Source: an optimization exercise on an open RTL-to-GDS flow (aim: small area, a short achievable clock period and few clock cycles per item). Production flows keep margins and buffers that such runs may drop. Where RTL was checked, it was by simulation tests only, not by an equivalence proof against the original. No activity file was given, so power comes from the tool's default toggle rates.

==> flow/design.v (excerpt) <==
module stripe_parity (
    input  wire         clk,
    input  wire         rst,
    input  wire         in_valid,
    output wire         in_ready,
    input  wire [127:0] in_data,
    input  wire         in_last,
    output reg          out_valid,
    input  wire         out_ready,
    output wire [127:0] out_p0,
    output wire [127:0] out_p1,
    output wire [127:0] out_p2
);
    localparam NU = 58;
    localparam [NU-1:0] MU_0 = 58'h3813320604cc88f;
    localparam [31:0] NXT_0 = 32'hfe7ff54c;
    localparam [31:0] NXT_1 = 32'hfd15150f;
    localparam [31:0] NXT_2 = 32'h009d0eb3;
    localparam [31:0] NXT_3 = 32'hfc196bfc;
    localparam [31:0] NXT_4 = 32'h00b17edc;
    localparam [31:0] NXT_5 = 32'hfe07132d;
    localparam [31:0] NXT_6 = 32'h009ef88a;
    localparam [31:0] NXT_7 = 32'h0372a5f5;
    localparam [31:0] NXT_8 = 32'hfe67b0fa;
    localparam [31:0] NXT_9 = 32'h03efab46;
    localparam [31:0] NXT_10 = 32'hff6bce09;
    localparam [31:0] NXT_11 = 32'hfee10dc6;
    localparam [31:0] NXT_12 = 32'hfef94870;
    localparam [31:0] NXT_13 = 32'h037153cc;
    localparam [31:0] NXT_14 = 32'hfd75b6d8;
    localparam [31:0] NXT_15 = 32'h00e61eeb;
    localparam [31:0] NXT_16 = 32'h00fe5b5d;
    localparam [31:0] NXT_17 = 32'h002f8656;
    localparam [31:0] NXT_18 = 32'hfdc4c804;
    localparam [31:0] NXT_19 = 32'h00576037;
    localparam [31:0] NXT_20 = 32'h016cdd24;
    localparam [31:0] NXT_21 = 32'hff44485f;
    localparam [31:0] NXT_22 = 32'h02af060d;
    localparam [31:0] NXT_23 = 32'h03c02d10;
    localparam [31:0] NXT_24 = 32'h021d8ee8;
    localparam [31:0] NXT_25 = 32'hfc351b93;
    localparam [31:0] NXT_26 = 32'hff959554;
    localparam [31:0] NXT_27 = 32'h033e764d;
    localparam [31:0] NXT_28 = 32'h02e3d5b5;
    localparam [31:0] NXT_29 = 32'h031ba505;
    localparam [31:0] NXT_30 = 32'h011005dc;
    localparam [31:0] NXT_31 = 32'hff6ed0f5;
    localparam [31:0] NXT_32 = 32'hfc7f5d26;
  ...
For scale: ~6500 cells after synthesis, about 470 flip-flops, ~520 I/O pins, roughly 45000 µm² of cells after synthesis.
==> flow/config.mk <==
export PLATFORM = sky130hd
export DESIGN_NAME = stripe_parity
export DESIGN_NICKNAME = stripe_parity
export VERILOG_FILES = /design/flow/design.v
export SDC_FILE = /design/flow/constraint.sdc
export NUM_CORES = 4
export LEC_CHECK = 0
export CAP_MARGIN = 20
export CORE_MARGIN = 2
export CORE_UTILIZATION = 50
export SLEW_MARGIN = 20
==> flow/constraint.sdc <==
create_clock -name core_clock -period 4.0 [get_ports {clk}]
set_input_delay 0.8000 -clock core_clock [delete_from_list [all_inputs] [get_ports {clk}]]
set_output_delay 0.8000 -clock core_clock [all_outputs]
set_load 0.01 [all_outputs]
standard.sh (not shown) runs the stock make flow with config.mk's settings and CLKGATE_MAP_FILE= SYNTH_SCRIPT=/design/flow/synth_recipe.tcl, a recipe that flattens the netlist after the stock synthesis.
==> flow/flow/run.sh <==
#!/bin/bash
# Standard layout, with plain buffers on the ports, a shallow clock tree of
# large leaf clusters and no dummy clock loads, and timing repair aimed below
# the clock period. make's output goes to standard.log; each ORFS step keeps
# its own log under orfs/logs/.
bash standard.sh \
    BUFFER_PORTS_ARGS="-buffer_cell sky130_fd_sc_hd__buf_2" \
    SETUP_SLACK_MARGIN=2.0 \
    CTS_ARGS="-sink_clustering_enable -repair_clock_nets -dont_use_dummy_load -buf_list sky130_fd_sc_hd__clkbuf_16 -sink_clustering_size 20 -sink_clustering_max_diameter 120" \
    finish > standard.log 2>&1
The first run completed without violations.
Rerun with:
--- a/flow/design.v
+++ b/flow/design.v
@@ -267,18 +267,19 @@
             mat2[58] = u[55];
             mat2[59] = u[56];
             mat2[60] = u[57];
             mat2[61] = u[54];
             mat2[62] = u[51];
             mat2[63] = u[48];
         end
     endfunction
     reg  [27:0]   oh;        
+    reg  [27:0]   ohn;       
     reg           fresh;     
     reg  [NU-1:0] mu;        
     reg  [127:0]  acc0;      
     reg  [127:0]  acc1;
     reg  [127:0]  acc2;
     assign in_ready = !out_valid || out_ready;
     wire   take     = in_valid && in_ready;
     wire   clr      = fresh && in_ready;
     assign out_p0 = acc0;
@@ -298,37 +299,43 @@
                 for (n = 0; n < 8; n = n + 1) begin
                     t1[8*b+k] = t1[8*b+k] ^ (m1[8*n+k] & in_data[8*b+n]);
                     t2[8*b+k] = t2[8*b+k] ^ (m2[8*n+k] & in_data[8*b+n]);
                 end
             end
         t0 = in_data & {128{take}};
         t1 = t1 & {128{take}};
         t2 = t2 & {128{take}};
     end
-    wire [NU-1:0] mu_inc = mu_next(oh);
-    wire [27:0]   oh_inc = {oh[27] | oh[26], oh[25:0], 1'b0};
+    wire [NU-1:0] mu_inc1 = mu_next(oh);
+    wire [NU-1:0] mu_inc2 = mu_next(~ohn);
+    wire [NU-1:0] mu_inc  = {mu_inc2[NU-1:NU/2], mu_inc1[NU/2-1:0]};
+    wire [27:0]   oh_inc  = {oh[27] | oh[26], oh[25:0], 1'b0};
+    wire [27:0]   ohn_inc = {ohn[27] & ohn[26], ohn[25:0], 1'b1};
     always @(posedge clk) begin
         acc0 <= (acc0 & {128{!clr}}) ^ t0;
         acc1 <= (acc1 & {128{!clr}}) ^ t1;
         acc2 <= (acc2 & {128{!clr}}) ^ t2;
         if (rst) begin
             oh        <= 28'd1;
+            ohn       <= ~28'd1;
             mu        <= MU_0;
             fresh     <= 1'b1;
             out_valid <= 1'b0;
         end else begin
             if (out_valid && out_ready)
                 out_valid <= 1'b0;
             if (take) begin
                 fresh <= in_last;
                 if (in_last) begin
                     oh        <= 28'd1;
+                    ohn       <= ~28'd1;
                     mu        <= MU_0;
                     out_valid <= 1'b1;
                 end else begin
                     oh  <= oh_inc;
+                    ohn <= ohn_inc;
                     mu  <= mu_inc;
                 end
             end
         end
     end
 endmodule
The changed run produced a clean layout.
Hold slack degrades by 9.0 ps.
Fmax rises by 3.3%.
Worst setup slack improves by 65 ps.
Critical path depth falls by 4.
Routed wire length rises by 5.2%.
Clock skew rises by 33 ps.
Total power rises by 5.5%.
Clock-buffer cell count rises by 2.
Testbench counts after the change, summed over its fixed seeds: cycles 25,705, items 25,697.
Function not checked in the first run of this note: the RTL went through the layout flow alone.

what the ideal ports hide:
No port has a modelled driver above. Below, the same layouts with a new extraction and two added sets of constraints. Step 1 assumes that a clkbuf_16 drives the clock port and a buf_2 every other input. Step 2 adds t to the input delays and takes it off the output delays; t is the mean of the earliest and latest rising clock arrival at the registers after step 1. Input paths then give back, and output paths get back, about the clock's delay inside the block. a / b / c = ideal / step 1 / step 2; a / b = the first two.
run | shift t [ns] | setup slack, ns | worst setup path at the end | worst register clock-pin slew, ns | cell pins on the clock port's net
the first run | 0.688 | 1.925 / 1.925 / 1.320 | input to register | 0.10 / 0.10 | 1
the second run | 0.739 | 1.990 / 1.914 / 1.406 | input to register | 0.10 / 0.10 | 1
After both steps setup and hold are still met in every run listed. The setup slack of the first run, which loses most, moves by 0.000 ns with the drivers and by -0.605 ns with both steps.
